Background: an optimization exercise with open tools, aiming at small area, a short achievable clock period and few clock cycles per item. Do not read the settings as production practice. Function was checked by simulation only, so behaviour that the tests miss may differ from the original.

**flow/design.v**
```verilog
module aes_slice (
    input  wire         clk,
    input  wire         rst,
    input  wire         key_load,
    input  wire         key256,
    input  wire [255:0] key_in,
    input  wire         start,
    input  wire         decrypt,
    input  wire [127:0] din,
    output wire         busy,
    output reg          done,
    output reg  [127:0] dout
);
    reg [255:0] ke;          
    reg [255:0] kd;          
    reg         k256;        
    reg         dvalid;      
    reg         xp_on;       
    reg         xp_ph;       
    reg [3:0]   xp_r;        
    reg [47:0]  xp_t;        
    reg [47:0]  tke, tkd;    
    reg         tkev;        
    reg [127:0] s;
    reg [191:0] m;
    reg [255:0] ws, wm;      
    reg [47:0]  tk;          
    reg [31:0]  swm;         
    reg         vs, vm;      
    reg         ds, dm;      
    reg         ks, km;      
    reg [3:0]   rs, rm;      
    reg         lastm;       
    reg         pv;
    reg         busy_q;      
    reg         dispatch_q;  
    reg         pd;
    reg [127:0] pdin;
    function [11:0] sbf_a;
        input [7:0] a;
        reg t1, t2, t3, t4, t5, t6, t7, t8, t9, t10, t11, t12, t13, t14, t15, t16, t17, t18, t19, t20, t21, t22, t23, t24, t25, t26, t27, t28, t29, t30, t31, t32, t33, t34, t35, t36, t37, t38, t39, t40, t41, t42, t43, t44, t45, t46, t47, t48, t49, t50, t51, t52, t53, t54, t55, t56, t57, t58, t59, t60, t61, t62, t63, t64, t65, t66, t67, t68, t69, t70, t71, t72, t73, t74, t75, t76, t77, t78, t79, t80, t81, t82;
        begin
            t1 = a[1] ^ a[5];
            t2 = a[2] ^ a[3];
            t3 = a[5] ^ a[7];
            t4 = a[6] ^ t1;
            t5 = a[0] ^ t4;
            t6 = a[1] ^ a[7];
            t7 = a[2] ^ a[7];
            t8 = a[2] ^ a[4];
            t9 = a[1];
            t10 = t2 ^ t3;
            t11 = a[4] ^ t2 ^ t4;
            t12 = t3;
            t13 = t6 ^ t7;
            t14 = t8 ^ t9;
            t15 = t5 ^ t10 ^ t13;
            t16 = t13 ^ t14;
            t17 = t7 ^ t8 ^ t10 ^ t11 ^ t12;
            t18 = t12 ^ t14;
            t19 = t9 & t5;
            t20 = t10 & t6;
            t21 = t10 ^ t9;
            t22 = t6 ^ t5;
            t23 = t21 & t22;
            t24 = t23 ^ t19;
            t25 = t20 ^ t19;
            t26 = t11 & t7;
            t27 = t12 & t8;
            t28 = t12 ^ t11;
            t29 = t8 ^ t7;
            t30 = t28 & t29;
            t31 = t30 ^ t26;
            t32 = t27 ^ t26;
            t33 = t11 ^ t9;
            t34 = t12 ^ t10;
            t35 = t7 ^ t5;
            t36 = t8 ^ t6;
            t37 = t33 & t35;
            t38 = t34 & t36;
            t39 = t34 ^ t33;
            t40 = t36 ^ t35;
            t41 = t39 & t40;
            t42 = t41 ^ t37;
            t43 = t38 ^ t37;
            t44 = t32 ^ t31;
            t45 = t32;
            t46 = t43 ^ t25;
            t47 = t42 ^ t24;
            t48 = t44 ^ t25;
            t49 = t45 ^ t24;
            t50 = t15 ^ t48;
            t51 = t16 ^ t49;
            t52 = t17 ^ t46;
            t53 = t18 ^ t47;
            t54 = t51 ^ t52;
            t55 = t50 ^ t54;
            t56 = t53 ^ t54;
            t57 = t52 & t50;
            t58 = t53 & t51;
            t59 = t53 ^ t52;
            t60 = t51 ^ t50;
            t61 = t59 & t60;
            t62 = t61 ^ t57;
            t63 = t58 ^ t57;
            t64 = t55 ^ t63;
            t65 = t56 ^ t62;
            t66 = t64 ^ t65;
            t67 = t52 ^ t50;
            t68 = t53 ^ t51;
            t69 = t52 & t66;
            t70 = t53 & t65;
            t71 = t53 ^ t52;
            t72 = t65 ^ t66;
            t73 = t71 & t72;
            t74 = t73 ^ t69;
            t75 = t70 ^ t69;
            t76 = t67 & t66;
            t77 = t68 & t65;
            t78 = t68 ^ t67;
            t79 = t65 ^ t66;
            t80 = t78 & t79;
            t81 = t80 ^ t76;
            t82 = t77 ^ t76;
            sbf_a[0] = t5;
            sbf_a[1] = t6;
            sbf_a[2] = t7;
            sbf_a[3] = t8;
            sbf_a[4] = t9;
            sbf_a[5] = t10;
            sbf_a[6] = t11;
            sbf_a[7] = t12;
            sbf_a[8] = t82;
            sbf_a[9] = t81;
            sbf_a[10] = t75;
            sbf_a[11] = t74;
        end
    endfunction
    function [7:0] sbf_b;
        input [11:0] a;
        reg t1, t2, t3, t4, t5, t6, t7, t8, t9, t10, t11, t12, t13, t14, t15, t16, t17, t18, t19, t20, t21, t22, t23, t24, t25, t26, t27, t28, t29, t30, t31, t32, t33, t34, t35, t36, t37, t38, t39, t40, t41, t42, t43, t44, t45, t46, t47, t48, t49, t50, t51, t52, t53, t54, t55, t56, t57, t58, t59, t60, t61, t62, t63, t64, t65, t66, t67, t68, t69, t70, t71, t72, t73, t74, t75, t76, t77, t78, t79;
        begin
            t1 = a[4] ^ a[0];
            t2 = a[5] ^ a[1];
            t3 = a[6] ^ a[2];
            t4 = a[7] ^ a[3];
            t5 = a[4] & a[8];
            t6 = a[5] & a[9];
            t7 = a[5] ^ a[4];
            t8 = a[9] ^ a[8];
            t9 = t7 & t8;
            t10 = t9 ^ t5;
            t11 = t6 ^ t5;
            t12 = a[6] & a[10];
            t13 = a[7] & a[11];
            t14 = a[7] ^ a[6];
            t15 = a[11] ^ a[10];
            t16 = t14 & t15;
            t17 = t16 ^ t12;
            t18 = t13 ^ t12;
            t19 = a[6] ^ a[4];
            t20 = a[7] ^ a[5];
            t21 = a[10] ^ a[8];
            t22 = a[11] ^ a[9];
            t23 = t19 & t21;
            t24 = t20 & t22;
            t25 = t20 ^ t19;
            t26 = t22 ^ t21;
            t27 = t25 & t26;
            t28 = t27 ^ t23;
            t29 = t24 ^ t23;
            t30 = t18 ^ t17;
            t31 = t18;
            t32 = t29 ^ t11;
            t33 = t28 ^ t10;
            t34 = t30 ^ t11;
            t35 = t31 ^ t10;
            t36 = t1 & a[8];
            t37 = t2 & a[9];
            t38 = t2 ^ t1;
            t39 = a[9] ^ a[8];
            t40 = t38 & t39;
            t41 = t40 ^ t36;
            t42 = t37 ^ t36;
            t43 = t3 & a[10];
            t44 = t4 & a[11];
            t45 = t4 ^ t3;
            t46 = a[11] ^ a[10];
            t47 = t45 & t46;
            t48 = t47 ^ t43;
            t49 = t44 ^ t43;
            t50 = t3 ^ t1;
            t51 = t4 ^ t2;
            t52 = a[10] ^ a[8];
            t53 = a[11] ^ a[9];
            t54 = t50 & t52;
            t55 = t51 & t53;
            t56 = t51 ^ t50;
            t57 = t53 ^ t52;
            t58 = t56 & t57;
            t59 = t58 ^ t54;
            t60 = t55 ^ t54;
            t61 = t49 ^ t48;
            t62 = t49;
            t63 = t60 ^ t42;
            t64 = t59 ^ t41;
            t65 = t61 ^ t42;
            t66 = t62 ^ t41;
            t67 = t65 ^ t34;
            t68 = t63 ^ t64;
            t69 = t66 ^ t67;
            t70 = t34 ^ t32;
            t71 = t32 ^ t67;
            t72 = ~(t67 ^ t68);
            t73 = ~(t69);
            t74 = t63 ^ t33 ^ t69;
            t75 = t68 ^ t71;
            t76 = t71;
            t77 = ~(t34 ^ t35 ^ t68);
            t78 = ~(t70);
            t79 = t63 ^ t70;
            sbf_b[0] = t72;
            sbf_b[1] = t73;
            sbf_b[2] = t74;
            sbf_b[3] = t75;
            sbf_b[4] = t76;
            sbf_b[5] = t77;
            sbf_b[6] = t78;
            sbf_b[7] = t79;
        end
    endfunction
    function [11:0] sbd_a;
        input [7:0] a;
        input        inv;
        reg t1, t2, t3, t4, t5, t6, t7, t8, t9, t10, t11, t12, t13, t14, t15, t16, t17, t18, t19, t20, t21, t22, t23, t24, t25, t26, t27, t28, t29, t30, t31, t32, t33, t34, t35, t36, t37, t38, t39, t40, t41, t42, t43, t44, t45, t46, t47, t48, t49, t50, t51, t52, t53, t54, t55, t56, t57, t58, t59, t60, t61, t62, t63, t64, t65, t66, t67, t68, t69, t70, t71, t72, t73, t74, t75, t76, t77, t78, t79, t80, t81, t82, t83, t84, t85, t86, t87, t88, t89, t90, t91, t92, t93, t94, t95, t96, t97, t98, t99, t100, t101;
        begin
            t1 = a[1] ^ a[5];
            t2 = a[2] ^ a[3];
            t3 = a[5] ^ a[7];
            t4 = a[6] ^ t1;
            t5 = a[0] ^ t4;
            t6 = a[1] ^ a[7];
            t7 = a[2] ^ a[7];
            t8 = a[2] ^ a[4];
            t9 = a[1];
            t10 = t2 ^ t3;
            t11 = a[4] ^ t2 ^ t4;
            t12 = t3;
            t13 = a[0] ^ a[3];
            t14 = a[4] ^ a[6];
            t15 = a[6] ^ a[7];
            t16 = ~(t14);
            t17 = a[1] ^ a[4] ^ t13;
            t18 = ~(t15);
            t19 = ~(a[3] ^ a[7] ^ t14);
            t20 = a[6] ^ t13;
            t21 = ~(a[0] ^ a[5] ^ t14);
            t22 = ~(t13);
            t23 = a[1] ^ a[2] ^ t15;
            t24 = inv ? t16 : t5;
            t25 = inv ? t17 : t6;
            t26 = inv ? t18 : t7;
            t27 = inv ? t19 : t8;
            t28 = inv ? t20 : t9;
            t29 = inv ? t21 : t10;
            t30 = inv ? t22 : t11;
            t31 = inv ? t23 : t12;
            t32 = t25 ^ t26;
            t33 = t27 ^ t28;
            t34 = t24 ^ t29 ^ t32;
            t35 = t32 ^ t33;
            t36 = t26 ^ t27 ^ t29 ^ t30 ^ t31;
            t37 = t31 ^ t33;
            t38 = t28 & t24;
            t39 = t29 & t25;
            t40 = t29 ^ t28;
            t41 = t25 ^ t24;
            t42 = t40 & t41;
            t43 = t42 ^ t38;
            t44 = t39 ^ t38;
            t45 = t30 & t26;
            t46 = t31 & t27;
            t47 = t31 ^ t30;
            t48 = t27 ^ t26;
            t49 = t47 & t48;
            t50 = t49 ^ t45;
            t51 = t46 ^ t45;
            t52 = t30 ^ t28;
            t53 = t31 ^ t29;
            t54 = t26 ^ t24;
            t55 = t27 ^ t25;
            t56 = t52 & t54;
            t57 = t53 & t55;
            t58 = t53 ^ t52;
            t59 = t55 ^ t54;
            t60 = t58 & t59;
            t61 = t60 ^ t56;
            t62 = t57 ^ t56;
            t63 = t51 ^ t50;
            t64 = t51;
            t65 = t62 ^ t44;
            t66 = t61 ^ t43;
            t67 = t63 ^ t44;
            t68 = t64 ^ t43;
            t69 = t34 ^ t67;
            t70 = t35 ^ t68;
            t71 = t36 ^ t65;
            t72 = t37 ^ t66;
            t73 = t70 ^ t71;
            t74 = t69 ^ t73;
            t75 = t72 ^ t73;
            t76 = t71 & t69;
            t77 = t72 & t70;
            t78 = t72 ^ t71;
            t79 = t70 ^ t69;
            t80 = t78 & t79;
            t81 = t80 ^ t76;
            t82 = t77 ^ t76;
            t83 = t74 ^ t82;
            t84 = t75 ^ t81;
            t85 = t83 ^ t84;
            t86 = t71 ^ t69;
            t87 = t72 ^ t70;
            t88 = t71 & t85;
            t89 = t72 & t84;
            t90 = t72 ^ t71;
            t91 = t84 ^ t85;
            t92 = t90 & t91;
            t93 = t92 ^ t88;
            t94 = t89 ^ t88;
            t95 = t86 & t85;
            t96 = t87 & t84;
            t97 = t87 ^ t86;
            t98 = t84 ^ t85;
            t99 = t97 & t98;
            t100 = t99 ^ t95;
            t101 = t96 ^ t95;
            sbd_a[0] = t24;
            sbd_a[1] = t25;
            sbd_a[2] = t26;
            sbd_a[3] = t27;
            sbd_a[4] = t28;
            sbd_a[5] = t29;
            sbd_a[6] = t30;
            sbd_a[7] = t31;
            sbd_a[8] = t101;
            sbd_a[9] = t100;
            sbd_a[10] = t94;
            sbd_a[11] = t93;
        end
    endfunction
    function [7:0] sbd_b;
        input [11:0] a;
        input        inv;
        reg t1, t2, t3, t4, t5, t6, t7, t8, t9, t10, t11, t12, t13, t14, t15, t16, t17, t18, t19, t20, t21, t22, t23, t24, t25, t26, t27, t28, t29, t30, t31, t32, t33, t34, t35, t36, t37, t38, t39, t40, t41, t42, t43, t44, t45, t46, t47, t48, t49, t50, t51, t52, t53, t54, t55, t56, t57, t58, t59, t60, t61, t62, t63, t64, t65, t66, t67, t68, t69, t70, t71, t72, t73, t74, t75, t76, t77, t78, t79, t80, t81, t82, t83, t84, t85, t86, t87, t88, t89, t90, t91, t92, t93, t94, t95, t96, t97, t98, t99, t100;
        begin
            t1 = a[4] ^ a[0];
            t2 = a[5] ^ a[1];
            t3 = a[6] ^ a[2];
            t4 = a[7] ^ a[3];
            t5 = a[4] & a[8];
            t6 = a[5] & a[9];
            t7 = a[5] ^ a[4];
            t8 = a[9] ^ a[8];
            t9 = t7 & t8;
            t10 = t9 ^ t5;
            t11 = t6 ^ t5;
            t12 = a[6] & a[10];
            t13 = a[7] & a[11];
            t14 = a[7] ^ a[6];
            t15 = a[11] ^ a[10];
            t16 = t14 & t15;
            t17 = t16 ^ t12;
            t18 = t13 ^ t12;
            t19 = a[6] ^ a[4];
            t20 = a[7] ^ a[5];
            t21 = a[10] ^ a[8];
            t22 = a[11] ^ a[9];
            t23 = t19 & t21;
            t24 = t20 & t22;
            t25 = t20 ^ t19;
            t26 = t22 ^ t21;
            t27 = t25 & t26;
            t28 = t27 ^ t23;
            t29 = t24 ^ t23;
            t30 = t18 ^ t17;
            t31 = t18;
            t32 = t29 ^ t11;
            t33 = t28 ^ t10;
            t34 = t30 ^ t11;
            t35 = t31 ^ t10;
            t36 = t1 & a[8];
            t37 = t2 & a[9];
            t38 = t2 ^ t1;
            t39 = a[9] ^ a[8];
            t40 = t38 & t39;
            t41 = t40 ^ t36;
            t42 = t37 ^ t36;
            t43 = t3 & a[10];
            t44 = t4 & a[11];
            t45 = t4 ^ t3;
            t46 = a[11] ^ a[10];
            t47 = t45 & t46;
            t48 = t47 ^ t43;
            t49 = t44 ^ t43;
            t50 = t3 ^ t1;
            t51 = t4 ^ t2;
            t52 = a[10] ^ a[8];
            t53 = a[11] ^ a[9];
            t54 = t50 & t52;
            t55 = t51 & t53;
            t56 = t51 ^ t50;
            t57 = t53 ^ t52;
            t58 = t56 & t57;
            t59 = t58 ^ t54;
            t60 = t55 ^ t54;
            t61 = t49 ^ t48;
            t62 = t49;
            t63 = t60 ^ t42;
            t64 = t59 ^ t41;
            t65 = t61 ^ t42;
            t66 = t62 ^ t41;
            t67 = t65 ^ t34;
            t68 = t63 ^ t64;
            t69 = t66 ^ t67;
            t70 = t34 ^ t32;
            t71 = t32 ^ t67;
            t72 = ~(t67 ^ t68);
            t73 = ~(t69);
            t74 = t63 ^ t33 ^ t69;
            t75 = t68 ^ t71;
            t76 = t71;
            t77 = ~(t34 ^ t35 ^ t68);
            t78 = ~(t70);
            t79 = t63 ^ t70;
            t80 = t66 ^ t34;
            t81 = t63 ^ t80;
            t82 = t64 ^ t35;
            t83 = t32 ^ t82;
            t84 = t33 ^ t81;
            t85 = t65 ^ t83 ^ t84;
            t86 = t34;
            t87 = t81;
            t88 = t35 ^ t84;
            t89 = t64 ^ t81;
            t90 = t33 ^ t80;
            t91 = t63 ^ t34 ^ t83;
            t92 = t80;
            t93 = inv ? t85 : t72;
            t94 = inv ? t86 : t73;
            t95 = inv ? t87 : t74;
            t96 = inv ? t88 : t75;
            t97 = inv ? t89 : t76;
            t98 = inv ? t90 : t77;
            t99 = inv ? t91 : t78;
            t100 = inv ? t92 : t79;
            sbd_b[0] = t93;
            sbd_b[1] = t94;
            sbd_b[2] = t95;
            sbd_b[3] = t96;
            sbd_b[4] = t97;
            sbd_b[5] = t98;
            sbd_b[6] = t99;
            sbd_b[7] = t100;
        end
    endfunction
    function [7:0] xtime;
        input [7:0] a;
        xtime = {a[6:0], 1'b0} ^ (a[7] ? 8'h1b : 8'h00);
    endfunction
    function [127:0] shift_rows;
        input [127:0] x;
        integer r, c;
        begin
            for (r = 0; r < 4; r = r + 1)
                for (c = 0; c < 4; c = c + 1)
                    shift_rows[127 - 8*(r + 4*c) -: 8] = x[127 - 8*(r + 4*((c + r) % 4)) -: 8];
        end
    endfunction
    function [127:0] inv_shift_rows;
        input [127:0] x;
        integer r, c;
        begin
            for (r = 0; r < 4; r = r + 1)
                for (c = 0; c < 4; c = c + 1)
                    inv_shift_rows[127 - 8*(r + 4*((c + r) % 4)) -: 8] = x[127 - 8*(r + 4*c) -: 8];
        end
    endfunction
    function [127:0] mix_columns;
        input [127:0] x;
        integer c;
        reg [7:0] a0, a1, a2, a3, t;
        begin
            for (c = 0; c < 4; c = c + 1) begin
                a0 = x[127 - 32*c -: 8];
                a1 = x[119 - 32*c -: 8];
                a2 = x[111 - 32*c -: 8];
                a3 = x[103 - 32*c -: 8];
                t  = a0 ^ a1 ^ a2 ^ a3;
                mix_columns[127 - 32*c -: 8] = a0 ^ t ^ xtime(a0 ^ a1);
                mix_columns[119 - 32*c -: 8] = a1 ^ t ^ xtime(a1 ^ a2);
                mix_columns[111 - 32*c -: 8] = a2 ^ t ^ xtime(a2 ^ a3);
                mix_columns[103 - 32*c -: 8] = a3 ^ t ^ xtime(a3 ^ a0);
            end
        end
    endfunction
    function [127:0] pre_inv_mix;
        input [127:0] x;
        integer c;
        reg [7:0] a0, a1, a2, a3, u, v;
        begin
            for (c = 0; c < 4; c = c + 1) begin
                a0 = x[127 - 32*c -: 8];
                a1 = x[119 - 32*c -: 8];
                a2 = x[111 - 32*c -: 8];
                a3 = x[103 - 32*c -: 8];
                u  = xtime(xtime(a0 ^ a2));
                v  = xtime(xtime(a1 ^ a3));
                pre_inv_mix[127 - 32*c -: 8] = a0 ^ u;
                pre_inv_mix[119 - 32*c -: 8] = a1 ^ v;
                pre_inv_mix[111 - 32*c -: 8] = a2 ^ u;
                pre_inv_mix[103 - 32*c -: 8] = a3 ^ v;
            end
        end
    endfunction
    function [31:0] sw_sel;
        input [255:0] w;
        input         k2;
        input         back;
        begin
            if (back)
                sw_sel = k2 ? w[159:128] : (w[159:128] ^ w[191:160]);
            else
                sw_sel = k2 ? w[31:0] : w[159:128];
        end
    endfunction
    function [47:0] key_sb_a;
        input [31:0] x;
        key_sb_a = {sbf_a(x[31:24]), sbf_a(x[23:16]), sbf_a(x[15:8]), sbf_a(x[7:0])};
    endfunction
    function [31:0] key_sb_b;
        input [47:0] x;
        key_sb_b = {sbf_b(x[47:36]), sbf_b(x[35:24]), sbf_b(x[23:12]), sbf_b(x[11:0])};
    endfunction
    function [7:0] rcon;
        input       k2;
        input       back;
        input [3:0] r;
        reg   [3:0] i;
        begin
            i = k2 ? ((back ? r + 4'd2 : r + 4'd1) >> 1) : (back ? r + 4'd1 : r);
            rcon[0] = (i == 4'd1) || (i == 4'd9);
            rcon[1] = (i == 4'd2) || (i == 4'd9) || (i == 4'd10);
            rcon[2] = (i == 4'd3) || (i == 4'd10);
            rcon[3] = (i == 4'd4) || (i == 4'd9);
            rcon[4] = (i == 4'd5) || (i == 4'd9) || (i == 4'd10);
            rcon[5] = (i == 4'd6) || (i == 4'd10);
            rcon[6] = (i == 4'd7);
            rcon[7] = (i == 4'd8);
        end
    endfunction
    function [255:0] key_step;
        input [255:0] w;
        input [31:0]  sw;
        input         k2;
        input         back;
        input [3:0]   r;
        reg           type_a;
        reg [31:0]    t, c, y0, y1, y2, y3;
        begin
            type_a = !k2 || (back ? !r[0] : r[0]);
            t = type_a ? {sw[23:0], sw[31:24]} : sw;
            c = {(type_a ? rcon(k2, back, r) : 8'h00), 24'd0};
            if (back) begin
                y0 = k2 ? w[127:96] : w[255:224];
                y1 = k2 ? w[95:64]  : w[223:192];
                y2 = k2 ? w[63:32]  : w[191:160];
                y3 = k2 ? w[31:0]   : w[159:128];
                key_step = {(y0 ^ c) ^ t, y1 ^ y0, y2 ^ y1, y3 ^ y2, w[255:128]};
            end else begin
                y0 = w[255:224] ^ c;
                y1 = y0 ^ w[223:192];
                y2 = y1 ^ w[191:160];
                y3 = y2 ^ w[159:128];
                key_step = {(k2 ? w[127:0] : {y0 ^ t, y1 ^ t, y2 ^ t, y3 ^ t}),
                            y0 ^ t, y1 ^ t, y2 ^ t, y3 ^ t};
            end
        end
    endfunction
    wire [127:0] s_in = ds ? inv_shift_rows(s) : shift_rows(s);
    wire [191:0] m_next;
    genvar gi;
    generate
        for (gi = 0; gi < 16; gi = gi + 1) begin : g_sa
            assign m_next[12*gi +: 12] = sbd_a(s_in[8*gi +: 8], ds);
        end
    endgenerate
    wire [255:0] wm_next = key_step(ws, key_sb_b(tk), ks, ds, rs);
    wire [31:0]  swm_next = ds ? (ks ? (ws[31:0] ^ ws[63:32]) : (ws[159:128] ^ ws[223:192]))
                               : wm_next[31:0];
    wire [127:0] rk = wm[255:128];
    wire [127:0] sb;
    generate
        for (gi = 0; gi < 16; gi = gi + 1) begin : g_sb
            assign sb[8*gi +: 8] = sbd_b(m[12*gi +: 12], dm);
        end
    endgenerate
    wire [127:0] mc   = mix_columns(dm ? pre_inv_mix(sb ^ rk) : sb);
    wire [127:0] rout = (lastm ? sb : mc) ^ ((dm && !lastm) ? 128'd0 : rk);
    wire [3:0] nr = k256 ? 4'd14 : 4'd10;
    wire acc_key = key_load && !busy_q;
    wire acc_blk = start && !busy_q;
    wire [255:0] src = pd ? kd : ke;
    wire       xp_end   = xp_on && xp_ph && (xp_r == nr);
    wire       pv_n     = acc_blk || (pv && !dispatch_q);
    wire       pd_n     = acc_blk ? decrypt : pd;
    wire       k256_n   = acc_key ? key256 : k256;
    wire       dvalid_n = !acc_key && (dvalid || xp_end);
    wire       vs_n     = dispatch_q || (vm && !lastm);
    wire       ks_n     = dispatch_q ? k256 : km;
    wire       vm_n     = vs;
    wire       lastm_n  = ds ? (rs == 4'd0) : (rs == (ks ? 4'd14 : 4'd10));
    wire       tkev_n   = !acc_key && (tkev || (xp_on && xp_ph && xp_r == 4'd1));
    wire       disp_n   = pv_n && (!vm_n || lastm_n) && (!vs_n || !ks_n || k256_n)
                          && (pd_n ? dvalid_n : tkev_n);
    assign busy = busy_q;
    always @(posedge clk) begin
        done <= vm && lastm;
        dout <= rout;
        dispatch_q <= disp_n;
        busy_q     <= pv_n && !disp_n;
        lastm      <= lastm_n;
        pv         <= pv_n;
        m  <= m_next;
        wm <= wm_next;
        swm <= swm_next;
        vm <= vs;
        dm <= ds;
        km <= ks;
        rm <= rs;
        if (dispatch_q) begin
            s  <= pdin ^ src[255:128];
            ws <= src;
            tk <= pd ? tkd : tke;
            vs <= 1'b1;
            ds <= pd;
            ks <= k256;
            rs <= pd ? nr - 4'd1 : 4'd1;
        end else begin
            s  <= rout;
            ws <= wm;
            tk <= key_sb_a(swm);
            vs <= vm && !lastm;
            ds <= dm;
            ks <= km;
            rs <= dm ? rm - 4'd1 : rm + 4'd1;
        end
        if (xp_on) begin
            xp_ph <= !xp_ph;
            if (!xp_ph) begin
                xp_t <= key_sb_a(sw_sel(kd, k256, 1'b0));
            end else begin
                if (xp_r == 4'd1) begin
                    tke  <= xp_t;
                    tkev <= 1'b1;
                end
                if (xp_r == nr)
                    tkd <= xp_t;
                kd   <= key_step(kd, key_sb_b(xp_t), k256, 1'b0, xp_r);
                xp_r <= xp_r + 4'd1;
                if (xp_r == nr) begin
                    xp_on  <= 1'b0;
                    dvalid <= 1'b1;
                end
            end
        end
        if (acc_blk) begin
            pd   <= decrypt;
            pdin <= din;
        end
        if (acc_key) begin
            ke     <= key_in;
            kd     <= key_in;
            k256   <= key256;
            dvalid <= 1'b0;
            tkev   <= 1'b0;
            xp_on  <= 1'b1;
            xp_ph  <= 1'b0;
            xp_r   <= 4'd1;
        end
        if (rst) begin
            done       <= 1'b0;
            vs         <= 1'b0;
            vm         <= 1'b0;
            pv         <= 1'b0;
            busy_q     <= 1'b0;
            dispatch_q <= 1'b0;
            xp_on      <= 1'b0;
            dvalid     <= 1'b0;
            tkev       <= 1'b0;
        end
    end
endmodule
```
**flow/flow/run.sh**
```bash
#!/bin/bash
# Layout flow: the standard layout (standard.sh, ORFS synthesis to
# final layout, unchanged), except that Yosys's extraction of full and half
# adders is turned off (ADDER_MAP_FILE empty). The AES logic is almost all
# XOR, and the extracted ha/fa cells map it slower and larger than plain
# gates. Registers and their names are those of the standard synthesis.
# ORFS writes each step's full log under orfs/logs/; make's own output goes
# to flow_make.log here.
set -euo pipefail
bash standard.sh ADDER_MAP_FILE= finish > flow_make.log 2>&1
```
**flow/standard.sh**
```bash
#!/bin/bash
# synth_recipe.tcl (not shown) runs the flow's synth.tcl, then flattens the netlist and writes it again
# the make line also repeats each setting of config.mk as NAME=value (left out here)
make -C /OpenROAD-flow-scripts/flow DESIGN_CONFIG=/design/flow/config.mk WORK_HOME=/design/flow/orfs CLKGATE_MAP_FILE= SYNTH_SCRIPT=/design/flow/synth_recipe.tcl "${@:-finish}"
```
**flow/config.mk**
```make
export PLATFORM = sky130hd
export DESIGN_NAME = aes_slice
export DESIGN_NICKNAME = aes_slice
export VERILOG_FILES = /design/flow/design.v
export SDC_FILE = /design/flow/constraint.sdc
export NUM_CORES = 4
export LEC_CHECK = 0
export ABC_AREA = 1
export CAP_MARGIN = 20
export CORE_MARGIN = 2
export CORE_UTILIZATION = 40
export PLACE_DENSITY = 0.6
export SETUP_SLACK_MARGIN = 4.0
export SLEW_MARGIN = 20
```
**flow/constraint.sdc**
```tcl
create_clock -name core_clock -period 8.5 [get_ports {clk}]
set_input_delay 1.7000 -clock core_clock [delete_from_list [all_inputs] [get_ports {clk}]]
set_output_delay 1.7000 -clock core_clock [all_outputs]
set_load 0.01 [all_outputs]
```
==> results.txt, run 1 <==
Inst Count DP 22500; ys flop type dfxtp_1; Final nets 19000; top-level port count 520; crit path kind reg -> reg; routed len/inst 24.2 microns; Max-slew headroom 6.80%; Distinct cells, synth 64; count leader, synth nand2_1; Startpoint Class register; Starting Density 40.1%; Slew @ Worst Pin 1380 ps; FMAX 0.225 GHz; DP HPWL 444 mm; Core ar. 314000 sq um; cts hold-fix bufs 0; post-route ant nets 0; status no timing/DRC/antenna violations; die height 565 microns; max_cap viols 0; CTS Buf Count 215; via count 124000; Horiz. Die Dim 565 microns; row cnt 206; 1st-iter DRT viols 14700; CP Capture Type register; CTS tree done; Die ar. 320000 sq um; final hold slack 347 ps; initial antenna violation count 51; Yosys reg bits 1853; period utilisation layout 52.4%; Max Slew Vio Count 0; Synth Cell Area 126000 sq um; fin cells 23000; Placement Cell Area 135000 sq um; critical path arrival 5330 ps; FFs w/ async S/R, synth 0%; cells after synthesis 18200; area grow syn2layout 17.0%; slack of the critical path 4050 ps; largest net degree at the start of global routing 180; layout cells sized above 1 9.02%; drc violations 0; worst hold path class reg -> reg; Tot GR Track Use 33.5%; CTS clk-pin slew, worst paths 70 ps; Tmin final 4450 ps; Placement Setup Slack 2860 ps; clock buffer depth 4; Final setup viols 0; WL final 556 mm; gr ovfl total 0; RSZ-0062 raised after global routing yes; # port buffers 519; # clock sinks 1853; drt via density 5.40; H-tree Lvls 4; syn nets 18600; final core utilization 46.9%; yosys warns 1; CTS Root Cell clkbuf_16; Critical Path RT 9380 ps; fin area 147000 sq um; drt pass-1 iters 6; Mean Syn Cell Area 6.91 sq um; setup_tns 0 ps; synth top area cells nand2_1, edfxtp_1, dfxtp_1; Final Skew 135 ps; Synth top cells by count nand2_1, nand3_1, inv_1; number of synthesized flops with an enable pin 784; worst skew pair latency 980 ps; vias in the first global route 109000; Fin. Hold Viols 0; crit-path max FO 5; top cell type's share of synthesized area 19.7%; biggest area consumer among synthesized cells nand2_1; Final Wtd Congestion 1.04; Seq/Total Area, Yosys 35.7%; first-pass GRT wire length 770 mm
==> routing by layer <==
layer | wire, microns | GRT usage, % | vias to the layer above
li1 | - | - | 59400
met4 | 44700 | 22.9 | 10
met5 | 75 | 0 | -
met1 | 231000 | 45.3 | 58000
met3 | 50800 | 5.39 | 890
met2 | 229000 | 48.7 | 5730
==> sequential cells by signal, indices dropped and copies added, names as in the netlist, 32 cells and up <==
| name | count |
|---|---|
| ke | 256 |
| pdin | 128 |
| kd | 256 |
| tke | 48 |
| ws | 256 |
| m | 192 |
| tkd | 48 |
| xp_t | 48 |
| dout | 128 |
| s | 128 |
| tk | 48 |
| swm | 32 |
| wm | 256 |
==> cell families (layout without fill, tap and decap cells) <==
group	Yosys count	after routing	synth area share (%)
simple gates	9857	9857	32.4
mux	116	116	0.947
buf+inv	2239	2799	6.93
other cells	0	27	0
flops	1853	1853	35.7
xor+xnor	2096	2096	14.9
compound gates	2077	2077	9.14
==> what timing repair did <==
item / CTS / global route
gates resized for setup: 125 / 736
cloned: 1 / 1
buffers inserted: 15 / 61
endpoints found under the setup margin: 381 / 394
pin swaps: 6 / 69
==> critical path: stages (launching register included) <==
cell and delay, ps:
dfxtp_1 400, inv_1 100, or2_2 280, o21ai_0 380, xor2_1 860, xnor2_1 280, xor2_1 240, o21ai_0 660
xnor2_2 390, xor2_1 300, o21ai_0 110, a21o_1 230, o221ai_1 180
==> layout by cell type (no fill, tap or decap), drive strengths merged, types with 9 or more instances in the layout <==
master / instances
a21o: 29
a21oi: 252
a31oi: 15
and2: 120
buf: 223
bufinv: 25
clkbuf: 275
clkdlybuf4s50: 519
clkinv: 80
clkinvlp: 17
dfxtp: 1069
diode: 27
edfxtp: 784
inv: 1659
mux2: 26
mux2i: 90
nand2: 6741
nand3: 1979
nand3b: 47
nand4: 61
nor2: 772
nor3: 10
o211ai: 55
o21a: 9
o21ai: 1483
o221ai: 142
o22ai: 63
or2: 124
xnor2: 899
xor2: 1197
==> final timing paths <==
path / start / endpoint / depth (start not counted) / slack, ps
min reg2reg: wm[20] / ws[20] / 2 / 350
max reg2reg: tk[45] / wm[157] / 12 / 4050
min: wm[20] / ws[20] / 2 / 350
max: tk[45] / wm[157] / 12 / 4050
==> final cells by class <==
cell class | count | area [sq um]
fillers | 31700 | 167000
multi-input cells | 14100 | 75800
flip-flops and latches | 1853 | 45200
repair buffers | 746 | 7360
inverters | 1653 | 6280
clock buffers | 272 | 5910
well taps | 4160 | 5200
clock inverters | 128 | 1560
diodes | 27 | 67.6
Testbench counts, summed over its fixed seeds: cycles 4,864, blocks 384.
==> run 2: changes to the inputs <==
--- a/flow/config.mk
+++ b/flow/config.mk
@@ -12,3 +12,3 @@
 export PLACE_DENSITY = 0.6
-export SETUP_SLACK_MARGIN = 4.0
+export SETUP_SLACK_MARGIN = 4.25
 export SLEW_MARGIN = 20
==> run 2 against run 1 <==
Net effect:
- non-clock buffer count rose by 199
- final area rose by 4.2%
- clock skew fell by 12 ps
- die area did not move
- register-to-register slack improved by 230 ps
- setup slack improved by 230 ps
- synthesized area did not move
- core utilization rose by 2.0 points
- critical path depth rose by 5
- maximum frequency rose by 5.5%
- critical path type unchanged
- largest cell class unchanged
- highest routed layer unchanged
==> results.txt, run 2 <==
gr ovfl total 0 (unchanged); Final Skew 123 ps (-12.0 ps); crit-path most repeated cell xor2_4; Slew @ Worst Pin 1360 ps (-22.7 ps); CTS Root Cell clkbuf_16; # port buffers 519 (unchanged); via count 126000 (+1.2%); top-level port count 520 (unchanged); cts hold-fix bufs 0 (unchanged); Tot GR Track Use 33.6% (+0.16 points); Tmin final 4220 ps (-233 ps); reg2reg end kd[152]; CTS clk-pin slew, worst paths 70 ps (about the same); # clock sinks 1853 (unchanged); biggest area consumer among synthesized cells nand2_1; Die ar. 320000 sq um (unchanged); crit-path max FO 6 (+1); Horiz. Die Dim 565 microns (unchanged); Max Slew Vio Count 0 (unchanged); cells after synthesis 18200 (unchanged); Hold Path End ws[20]; Critical Path, Cell by Cell xnor2_2 > xor2_2 > nand2_1 > o21ai_2 > xor2_4 > xor2_4 > buf_4 > xor2_4 > nand2_1 > o21ai_2 > xor2_2 > xor2_4 > buf_12 > xor2_2 > xor2_1 > nand2_1 > a31oi_1; yosys warns 1 (unchanged); 1st-iter DRT viols 14800 (+0.49%); area grow syn2layout 21.9%; slowest CP cell edfxtp_1; Final nets 19200 (+1.1%); period utilisation layout 49.6% (-2.7 points); syn nets 18600 (unchanged); status no timing/DRC/antenna violations; clock buffer depth 4 (unchanged); Max-slew headroom 8.33% (+1.5 points); Yosys reg bits 1853 (unchanged); Core ar. 314000 sq um (unchanged); ys flop type dfxtp_1; worst reg-to-reg setup slack 4280 ps (+230 ps); Worst path max stage delay 510 ps (-350 ps); Mean Syn Cell Area 6.91 sq um (unchanged); number of synthesized flops with an enable pin 784 (unchanged); Distinct cells, synth 64 (unchanged); worst skew pair latency 970 ps (about the same); Fin. Hold Viols 0 (unchanged); CP bufs+invs 2 (+1); crit path from xp_t[31]; Final setup viols 0 (unchanged); first-pass GRT wire length 773 mm (+0.48%); vias in the first global route 110000 (+0.49%); Top Family by Delay on Critical Path XOR/XNOR gates; FMAX 0.237 GHz (+5.5%); top cell type's share of synthesized area 19.7% (unchanged); synth top area cells nand2_1, edfxtp_1, dfxtp_1; post-route ant nets 0 (unchanged); CP Capture Type register; Critical Path RT 9250 ps (-130 ps); Inst Count DP 22500 (unchanged); worst hold path class reg -> reg; DP HPWL 444 mm (unchanged); FFs w/ async S/R, synth 0% (unchanged); worst reg2reg path startpoint xp_t[31]; Synth top cells by count nand2_1, nand3_1, inv_1; setup_tns 0 ps (unchanged); CTS tree done; critical path arrival 4970 ps (-360 ps); CTS Buf Count 215 (unchanged); die height 565 microns (unchanged); commonest non-fill, non-tap cells in the layout nand2_1, nand3_1, inv_1; HP Start wm[20]; drc violations 0 (unchanged); worst hold path depth 2 (unchanged); Seq/Total Area, Yosys 35.7% (unchanged); Startpoint Class register; fin cells 23200 (+0.88%); layout cells sized above 1 14.1% (+5.1 points); Starting Density 40.1% (unchanged); count leader, synth nand2_1; RSZ-0062 raised after global routing yes; H-tree Lvls 4 (unchanged); drt pass-1 iters 7 (+1); initial antenna violation count 53 (+3.9%); max_cap viols 0 (unchanged); Synth Cell Area 126000 sq um (unchanged); largest net degree at the start of global routing 180 (unchanged); crit path kind reg -> reg; routed len/inst 24.4 microns (+0.74%); WL final 565 mm (+1.6%); cells on worst reg2reg path 17 (+5); row cnt 206 (unchanged); Final Wtd Congestion 1.04 (unchanged); drt via density 5.41 (+0.31%); most common cell after layout, fill and taps aside nand2_1
run 2: cell counts after synthesis:
No cell type changed its count.
run 2: through the flow:
stage	worst slack, ps	hold WS (ps)	utilization, %	instance area, sq um
after floorplan	4380	364	-	126000
after global placement	2840	392	43.1	135000
after detailed placement	2860	390	43.1	135000
after CTS	4140	342	46.3	145000
after global routing	4110	403	48.9	154000
final	4280	357	48.9	154000
run 2: kinds of logic (layout without fill, tap and decap cells):
| family | Yosys count | in the layout | synth area share (%) |
|---|---|---|---|
| simple gates | 9857 | 9858 | 32.4 |
| compound gates | 2077 | 2077 | 9.14 |
| mux | 116 | 116 | 0.947 |
| buf+inv | 2239 | 3000 | 6.93 |
| flops | 1853 | 1853 | 35.7 |
| xor+xnor | 2096 | 2096 | 14.9 |
| other cells | 0 | 28 | 0 |
run 2: worst max-delay path by stage:
stage / endpoint / slack [ps] / cells after the start
2_1_floorplan: pdin[0] / 4380 / 2
3_3_place_gp: kd[159] / 2840 / 14
3_5_place_dp: kd[159] / 2860 / 14
4_1_cts: kd[146] / 4140 / 18
5_1_grt: dout[52] / 4110 / 27
6_report: kd[152] / 4280 / 17
run 2: what timing repair did:
| action | in CTS | in global routing |
|---|---|---|
| gates cloned | 2 | 6 |
| pin swaps | 27 | 280 |
| setup buffers | 47 | 224 |
| gates resized for setup | 415 | 1524 |
| endpoints found under the setup margin | 579 | 470 |
run 2: worst register-to-register path: cells and delay by family (launching register included):
kind / cells / cell delay [ps]
xor+xnor: 9 / 2330
flops: 1 / 510
compound gates: 3 / 510
buf+inv: 2 / 360
simple gates: 3 / 340
run 2: layout make-up:
| class | count | area, sq um |
|---|---|---|
| fillers | 31100 | 161000 |
| well taps | 4160 | 5200 |
| flip-flops and latches | 1853 | 45400 |
| diodes | 28 | 70.1 |
| repair inverters | 2 | 22.5 |
| inverters | 1653 | 6320 |
| multi-input cells | 14100 | 80000 |
| clock inverters | 128 | 1560 |
| clock buffers | 272 | 5910 |
| repair buffers | 945 | 9090 |
run 2: layer usage:
metal	part of all wire (%)	routed length (microns)	GRT usage [%]	vias to the layer above
met3	9.5	53700	5.69	985
met5	0.012	67	0	-
met1	41	231000	45.3	58800
li1	-	-	-	59700
met4	8.5	47900	23.7	10
met2	41	233000	48.7	5956
==> run 3: changes to the inputs <==
--- a/flow/design.v
+++ b/flow/design.v
@@ -33,7 +33,3 @@
     reg         lastm;       
-    reg         pv;
-    reg         busy_q;      
-    reg         dispatch_q;  
-    reg         pd;
-    reg [127:0] pdin;
+    reg         rdy_e, rdy_d;
     function [11:0] sbf_a;
@@ -610,18 +606,14 @@
     wire [3:0] nr = k256 ? 4'd14 : 4'd10;
-    wire acc_key = key_load && !busy_q;
-    wire acc_blk = start && !busy_q;
-    wire [255:0] src = pd ? kd : ke;
+    assign busy = start && !(decrypt ? rdy_d : rdy_e);
+    wire acc_key = key_load;
+    wire acc_blk = start && !busy;
+    wire [255:0] src = decrypt ? kd : ke;
     wire       xp_end   = xp_on && xp_ph && (xp_r == nr);
-    wire       pv_n     = acc_blk || (pv && !dispatch_q);
-    wire       pd_n     = acc_blk ? decrypt : pd;
     wire       k256_n   = acc_key ? key256 : k256;
     wire       dvalid_n = !acc_key && (dvalid || xp_end);
-    wire       vs_n     = dispatch_q || (vm && !lastm);
-    wire       ks_n     = dispatch_q ? k256 : km;
-    wire       vm_n     = vs;
-    wire       lastm_n  = ds ? (rs == 4'd0) : (rs == (ks ? 4'd14 : 4'd10));
     wire       tkev_n   = !acc_key && (tkev || (xp_on && xp_ph && xp_r == 4'd1));
-    wire       disp_n   = pv_n && (!vm_n || lastm_n) && (!vs_n || !ks_n || k256_n)
-                          && (pd_n ? dvalid_n : tkev_n);
-    assign busy = busy_q;
+    wire       vs_n     = acc_blk || (vm && !lastm);
+    wire       ks_n     = acc_blk ? k256 : km;
+    wire       lastm_n  = ds ? (rs == 4'd0) : (rs == (ks ? 4'd14 : 4'd10));
+    wire       slot_n   = (!vs || lastm_n) && (!vs_n || !ks_n || k256_n);
     always @(posedge clk) begin
@@ -629,6 +621,5 @@
         dout <= rout;
-        dispatch_q <= disp_n;
-        busy_q     <= pv_n && !disp_n;
+        rdy_e      <= slot_n && tkev_n;
+        rdy_d      <= slot_n && dvalid_n;
         lastm      <= lastm_n;
-        pv         <= pv_n;
         m  <= m_next;
@@ -640,10 +631,10 @@
         rm <= rs;
-        if (dispatch_q) begin
-            s  <= pdin ^ src[255:128];
+        if (acc_blk) begin
+            s  <= din ^ src[255:128];
             ws <= src;
-            tk <= pd ? tkd : tke;
+            tk <= decrypt ? tkd : tke;
             vs <= 1'b1;
-            ds <= pd;
+            ds <= decrypt;
             ks <= k256;
-            rs <= pd ? nr - 4'd1 : 4'd1;
+            rs <= decrypt ? nr - 4'd1 : 4'd1;
         end else begin
@@ -676,6 +667,2 @@
         end
-        if (acc_blk) begin
-            pd   <= decrypt;
-            pdin <= din;
-        end
         if (acc_key) begin
@@ -694,5 +681,4 @@
             vm         <= 1'b0;
-            pv         <= 1'b0;
-            busy_q     <= 1'b0;
-            dispatch_q <= 1'b0;
+            rdy_e      <= 1'b0;
+            rdy_d      <= 1'b0;
             xp_on      <= 1'b0;
--- a/flow/config.mk
+++ b/flow/config.mk
@@ -12,3 +12,3 @@
 export PLACE_DENSITY = 0.6
-export SETUP_SLACK_MARGIN = 4.25
+export SETUP_SLACK_MARGIN = 4.0
 export SLEW_MARGIN = 20
==> run 3 against run 2 <==
Net effect:
- still clean on timing, DRC and antenna
- synthesized area down 1.2%
- critical path depth fell by 4
- maximum frequency shrank 6.6%
- critical endpoint is now wm[216]
- largest cell class unchanged
==> results.txt, run 3 <==
top-level port count 520 (unchanged); syn nets 19100 (+2.5%); die height 562 microns (-0.60%); # clock sinks 1723 (-7.0%); Final setup viols 0 (unchanged); Startpoint Class register; area of the multi-input gates 76600 sq um (-4.3%); Final Skew 86.9 ps (-35.8 ps); WL final 583 mm (+3.1%); biggest area consumer among synthesized cells nand2_1; period utilisation layout 53.1% (+3.5 points); max_cap viols 0 (unchanged); CP Capture Type register; Die ar. 316000 sq um (-1.2%); row cnt 204 (-0.97%); Sequential Area 41300 sq um (-8.9%); critical path arrival 5180 ps (+210 ps); CTS Root Cell clkbuf_16; yosys warns 1 (unchanged); largest net degree at the start of global routing 174 (-3.3%); H-tree Lvls 4 (unchanged); layout cells sized above 1 8.83% (-5.3 points); top cell type's share of synthesized area 21.9% (+2.1 points); Final nets 19400 (+1.1%); vias in the first global route 110000 (+0.67%); area grow syn2layout 15.5%; drc violations 0 (unchanged); Inst Count DP 22900 (+1.7%); drt via density 5.45 (+0.66%); Mean Syn Cell Area 6.66 sq um (-3.6%); Critical Path RT 9160 ps (-90 ps); via count 127000 (+1.4%); cts hold-fix bufs 0 (unchanged); Synth top cells by count nand2_1, nand3_1, inv_1; Max-slew headroom 9.30% (+0.97 points); slack of the critical path 3980 ps (-300 ps); FFs w/ async S/R, synth 0% (unchanged); fin area 144000 sq um (-6.4%); Synth Cell Area 125000 sq um (-1.2%); DP HPWL 472 mm (+6.3%); crit path kind reg -> reg; fin cells 23400 (+0.71%); Tmin final 4520 ps (+300 ps); Max Slew Vio Count 0 (unchanged); Starting Density 40.2% (+0.14 points); Fin. Hold Viols 0 (unchanged); Tot GR Track Use 35.2% (+1.5 points); CTS tree done; Distinct cells, synth 64 (unchanged); number of synthesized flops with an enable pin 656 (-16%); Worst path max stage delay 790 ps (+280 ps); worst hold path class reg -> reg; gr ovfl total 0 (unchanged); synth top area cells nand2_1, dfxtp_1, edfxtp_1; filler cell count 31700 (+1.9%); Critical Path, Cell by Cell or2_0 > nand2_1 > xnor2_1 > clkinv_1 > nand2_1 > xnor2_1 > xor2_1 > xor2_1 > xor2_1 > o21ai_2 > xnor2_4 > nand2_1 > o221ai_1; 1st-iter DRT viols 16300 (+9.8%); Horiz. Die Dim 562 microns (-0.60%); cells after synthesis 18700 (+2.5%); setup_tns 0 ps (unchanged); count leader, synth nand2_1; worst skew pair latency 940 ps (-30 ps); CP bufs+invs 1 (-1); # port buffers 519 (unchanged); slowest CP cell o221ai_1; crit-path max FO 6 (unchanged); Slew @ Worst Pin 1350 ps (-14.4 ps); drt pass-1 iters 7 (unchanged); Top Family by Delay on Critical Path XOR/XNOR gates; RSZ-0062 raised after global routing yes; Seq/Total Area, Yosys 33.0% (-2.7 points); CTS Buf Count 202 (-6.0%); commonest non-fill, non-tap cells in the layout nand2_1, nand3_1, inv_1; FMAX 0.221 GHz (-6.6%); Core ar. 309000 sq um (-1.5%); initial antenna violation count 63 (+19%); Yosys reg bits 1723 (-7.0%); clock buffer depth 4 (unchanged); status no timing/DRC/antenna violations; Placement Setup Slack 3250 ps (+389 ps); Final Wtd Congestion 1.10 (+5.3%); ys flop type dfxtp_1; most common cell after layout, fill and taps aside nand2_1; post-route ant nets 0 (unchanged); first-pass GRT wire length 796 mm (+3.0%); routed len/inst 25.0 microns (+2.4%); CTS clk-pin slew, worst paths 70 ps (about the same); Placement Cell Area 133000 sq um (-1.4%)
## run 3: changes by cell type in the layout (fill, tap and decap cells not counted), moves of 57 or more
cell      change
nand2_1    +1074
o21ai_0     -321
nand3_1     +305
nand2_2     -247
buf_4       -218
a31oi_1     +157
edfxtp_1    -128
nand3_2     -125
xor2_1      +121
inv_1        +81
nand2_4      -76
xnor2_1      -72
mux2i_1      -60
dfxtp_4      -57
## run 3: layout make-up
type | count | area share [%]
Antenna cell | 42 | 0.0731
Clock buffer | 261 | 3.91
Clock inverter | 111 | 0.855
Inverter | 1735 | 4.60
Multi-Input combinational cell | 14600 | 53.3
Sequential cell | 1723 | 28.7
Tap cell | 4120 | 3.59
Timing Repair Buffer | 709 | 4.93
Timing Repair inverter | 3 | 0.0235
## run 3: path summary, 6_finish.rpt
check          from      end  slack (ps)  depth (start not counted)
max          tk[29]  wm[216]        3980                         13
min reg2reg   rs[1]    rm[1]         370                          0
min           rs[1]    rm[1]         370                          0
max reg2reg  tk[29]  wm[216]        3980                         13
## run 3: per-stage QoR
step	util, %	hold WS, ps
3_5_place_dp	43.1	377
3_3_place_gp	43.1	375
6_report	46.5	374
2_1_floorplan	-	357
5_1_grt	46.5	394
4_1_cts	45.5	372
## run 3: kinds of logic after synthesis
family	after synthesis	synth area share, %
compound gates	1881	8.68
mux	44	0.375
simple gates	10700	35.9
buf+inv	2329	7.38
xor+xnor	2000	14.6
flops	1723	33.0
## run 3: layer usage
| layer | up-vias | global-route usage, % | part of all wire, % |
|---|---|---|---|
| met2 | 6602 | 49.3 | 40 |
| met3 | 1089 | 7.66 | 11 |
| met4 | 6 | 23.9 | 8.2 |
| met5 | - | 0 | 0.0062 |
| li1 | 60400 | - | - |
| met1 | 59200 | 47.9 | 41 |
## run 3: what timing repair did
| item | in CTS | in global routing |
|---|---|---|
| setup endpoints to repair | 336 | 363 |
| cloned | 1 | 7 |
| setup buffers | 5 | 58 |
| pin swaps | 1 | 46 |
| resized for setup | 66 | 565 |
Testbench counts of run 3, summed over its fixed seeds: cycles 4,875, blocks 384.
==> run 4: changes to the inputs <==
--- a/flow/design.v
+++ b/flow/design.v
@@ -532,2 +532,6 @@
     endfunction
+    function [31:0] rot_word;
+        input [31:0] x;
+        rot_word = {x[23:0], x[31:24]};
+    endfunction
     function [47:0] key_sb_a;
@@ -567,3 +571,3 @@
             type_a = !k2 || (back ? !r[0] : r[0]);
-            t = type_a ? {sw[23:0], sw[31:24]} : sw;
+            t = sw;
             c = {(type_a ? rcon(k2, back, r) : 8'h00), 24'd0};
@@ -594,2 +598,3 @@
     wire [255:0] wm_next = key_step(ws, key_sb_b(tk), ks, ds, rs);
+    wire         ta_m = !km || (dm ? rm[0] : !rm[0]);
     wire [31:0]  swm_next = ds ? (ks ? (ws[31:0] ^ ws[63:32]) : (ws[159:128] ^ ws[223:192]))
@@ -642,3 +647,3 @@
             ws <= wm;
-            tk <= key_sb_a(swm);
+            tk <= key_sb_a(ta_m ? rot_word(swm) : swm);
             vs <= vm && !lastm;
@@ -651,3 +656,4 @@
             if (!xp_ph) begin
-                xp_t <= key_sb_a(sw_sel(kd, k256, 1'b0));
+                xp_t <= key_sb_a((!k256 || xp_r[0]) ? rot_word(sw_sel(kd, k256, 1'b0))
+                                                     : sw_sel(kd, k256, 1'b0));
             end else begin
==> run 4 against run 3 <==
Net effect:
- die area down 0.25%
- critical path type unchanged
- wire length down 1.2%
- global-route usage down 0.25 points
- via count down 0.46%
- core utilization down 0.098 points
- synthesized area down 0.25%
==> results.txt, run 4 <==
count leader, synth nand2_1; Critical Path RT 9140 ps (-20 ps); CP bufs+invs 2 (+1); period utilisation layout 54.7% (+1.5 points); status no timing/DRC/antenna violations; fin cells 23300 (-0.35%); Horiz. Die Dim 561 microns (-0.12%); CP Capture Type register; WL final 576 mm (-1.2%); Placement Cell Area 133000 sq um (-0.27%); worst hold path class reg -> reg; Seq/Total Area, Yosys 33.1% (+0.082 points); critical path arrival 5290 ps (+110 ps); cts hold-fix bufs 0 (unchanged); via count 127000 (-0.46%); area of the multi-input gates 76200 sq um (-0.51%); layout cells sized above 1 8.91% (+0.077 points); Final setup viols 0 (unchanged); Max-slew headroom 7.15% (-2.2 points); # port buffers 519 (unchanged); syn nets 19000 (-0.28%); vias in the first global route 110000 (-0.59%); Die ar. 315000 sq um (-0.25%); worst skew pair latency 940 ps (about the same); top-level port count 520 (unchanged); first-pass GRT wire length 791 mm (-0.64%); drc violations 0 (unchanged); setup_tns 0 ps (unchanged); # clock sinks 1723 (unchanged); Critical Path, Cell by Cell nand2_1 > nor2_1 > inv_1 > nor2_1 > nor2_1 > nor3_1 > inv_1 > nor2_1 > nand3_1 > nand2_1 > nand2_1 > xor2_1 > xor2_1 > xor2_1 > nand2_1 > o221ai_1; Tmin final 4650 ps (+129 ps); max_cap viols 0 (unchanged); Final nets 19300 (-0.33%); Startpoint Class register; crit path from ds; Mean Syn Cell Area 6.66 sq um (about the same); yosys warns 1 (unchanged); crit path kind reg -> reg; synth top area cells nand2_1, dfxtp_1, edfxtp_1; Synth Cell Area 124000 sq um (-0.25%); Distinct cells, synth 70 (+9.4%); row cnt 204 (unchanged); 1st-iter DRT viols 17000 (+4.4%); post-route ant nets 0 (unchanged); cells after synthesis 18600 (-0.28%); area grow syn2layout 15.3%; Max Slew Vio Count 0 (unchanged); Core ar. 309000 sq um (-0.17%); fin area 143000 sq um (-0.38%); CTS tree done; filler cell count 31700 (-0.038%); top cell type's share of synthesized area 21.8% (-0.076 points); worst reg2reg path startpoint ds; Yosys reg bits 1723 (unchanged); most common cell after layout, fill and taps aside nand2_1; HP Start rs[2]; clock buffer depth 4 (unchanged); slowest CP cell o221ai_1; DP HPWL 465 mm (-1.5%); Synth top cells by count nand2_1, nand3_1, inv_1; largest net degree at the start of global routing 196 (+13%); Top Family by Delay on Critical Path XOR/XNOR gates; initial antenna violation count 54 (-14%); crit-path max FO 7 (+1); Sequential Area 41300 sq um (about the same); CTS Root Cell clkbuf_16; drt pass-1 iters 9 (+2); final hold slack 381 ps (+6.68 ps); CTS Buf Count 205 (+1.5%); Final Skew 81.2 ps (-5.69 ps); ys flop type dfxtp_1; biggest area consumer among synthesized cells nand2_1; FFs w/ async S/R, synth 0% (unchanged); Slew @ Worst Pin 1380 ps (+31.9 ps); RSZ-0062 raised after global routing yes; commonest non-fill, non-tap cells in the layout nand2_1, nand3_1, inv_1; FMAX 0.215 GHz (-2.8%); Fin. Hold Viols 0 (unchanged); Tot GR Track Use 34.9% (-0.25 points); Final Wtd Congestion 1.07 (-2.4%); CTS clk-pin slew, worst paths 60 ps (about the same); final core utilization 46.4% (-0.098 points); H-tree Lvls 4 (unchanged); gr ovfl total 0 (unchanged); Starting Density 40.2% (about the same); Worst path max stage delay 1020 ps (+230 ps); slack of the critical path 3850 ps (-129 ps); drt via density 5.44 (-0.11%); routed len/inst 24.7 microns (-0.86%); die height 561 microns (-0.12%); Inst Count DP 22800 (-0.25%); number of synthesized flops with an enable pin 656 (unchanged); Placement Setup Slack 3370 ps (+114 ps)
==> run 4: cell count changes after synthesis, sizes merged, moves of 15 or more <==
cell    delta
o211ai    +26
xnor2     +15
or2       +42
nand3     -32
a31oi     +18
a21o      -16
o21ai     -37
inv       +18
nand2     -77
xor2      -36
==> run 4: logic make-up after synthesis <==
logic type	after synthesis	share of synthesized area (%)
multiplexers	51	0.440
XOR/XNOR	1979	14.5
AND/OR/NAND/NOR	10700	35.8
flip-flops	1723	33.1
buffers and inverters	2342	7.41
AO/OA/AOI/OAI	1880	8.77
==> run 4: layout make-up <==
class,count,area share (%)
Multi-Input combinational cell,14600,53.2
Tap cell,4120,3.60
Clock buffer,294,4.20
Clock inverter,80,0.613
Inverter,1749,4.64
Timing Repair inverter,1,0.00786
Antenna cell,25,0.0437
Timing Repair Buffer,695,4.85
Sequential cell,1723,28.8
==> run 4: timing repair <==
action,CTS,global route
cloned,4,3
endpoints found under the setup margin,199,330
setup buffers,9,47
pin swaps,1,49
resized for setup,67,606
==> run 4: worst paths after layout <==
kind                            slack [ps]  cells past startpoint      end
worst max-delay path                  3850                     16  wm[217]
worst min register to register         380                      0    rm[2]
worst min-delay path                   380                      0    rm[2]
worst max register to register        3850                     16  wm[217]
==> run 4: per-layer routing <==
metal	GRT usage, %	wire length [microns]	vias to the layer above
li1	-	-	60200
met1	48.2	239000	59000
met2	49.7	231000	6436
met3	6.79	61500	1006
met4	21.8	44100	12
met5	0	66	-
Testbench counts of run 4, summed over its fixed seeds: cycles 4,875, blocks 384.

==> afterwards: timing with drivers on the ports <==
Ports are ideal in the flow. The routed layouts listed here were re-timed in OpenROAD. Step 1, drivers: a clkbuf_16 drives clk and a buf_2 each remaining input, both assumed. Step 2 adds t to the input delays and takes it off the output delays; t is the mean of the earliest and latest rising clock arrival at the registers after step 1. Input paths then give back, and output paths get back, about the clock's delay inside the block. a / b / c = ideal / step 1 / step 2; a / b = the first two.
run	t (ns)	setup WS [ns]	worst data-port slew with drivers (ns)
run 1	1.024	4.049 / 4.049 / 3.873	0.24
run 2	1.022	4.283 / 4.283 / 3.843	0.27
run 3	1.007	3.982 / 3.882 / 3.502	0.28
run 4	1.020	3.853 / 3.853 / 3.686	0.19
After both steps every run listed still meets setup and hold. For run 3, which loses most, drivers alone change the setup slack by -0.100 ns; drivers and shift together by -0.480 ns.
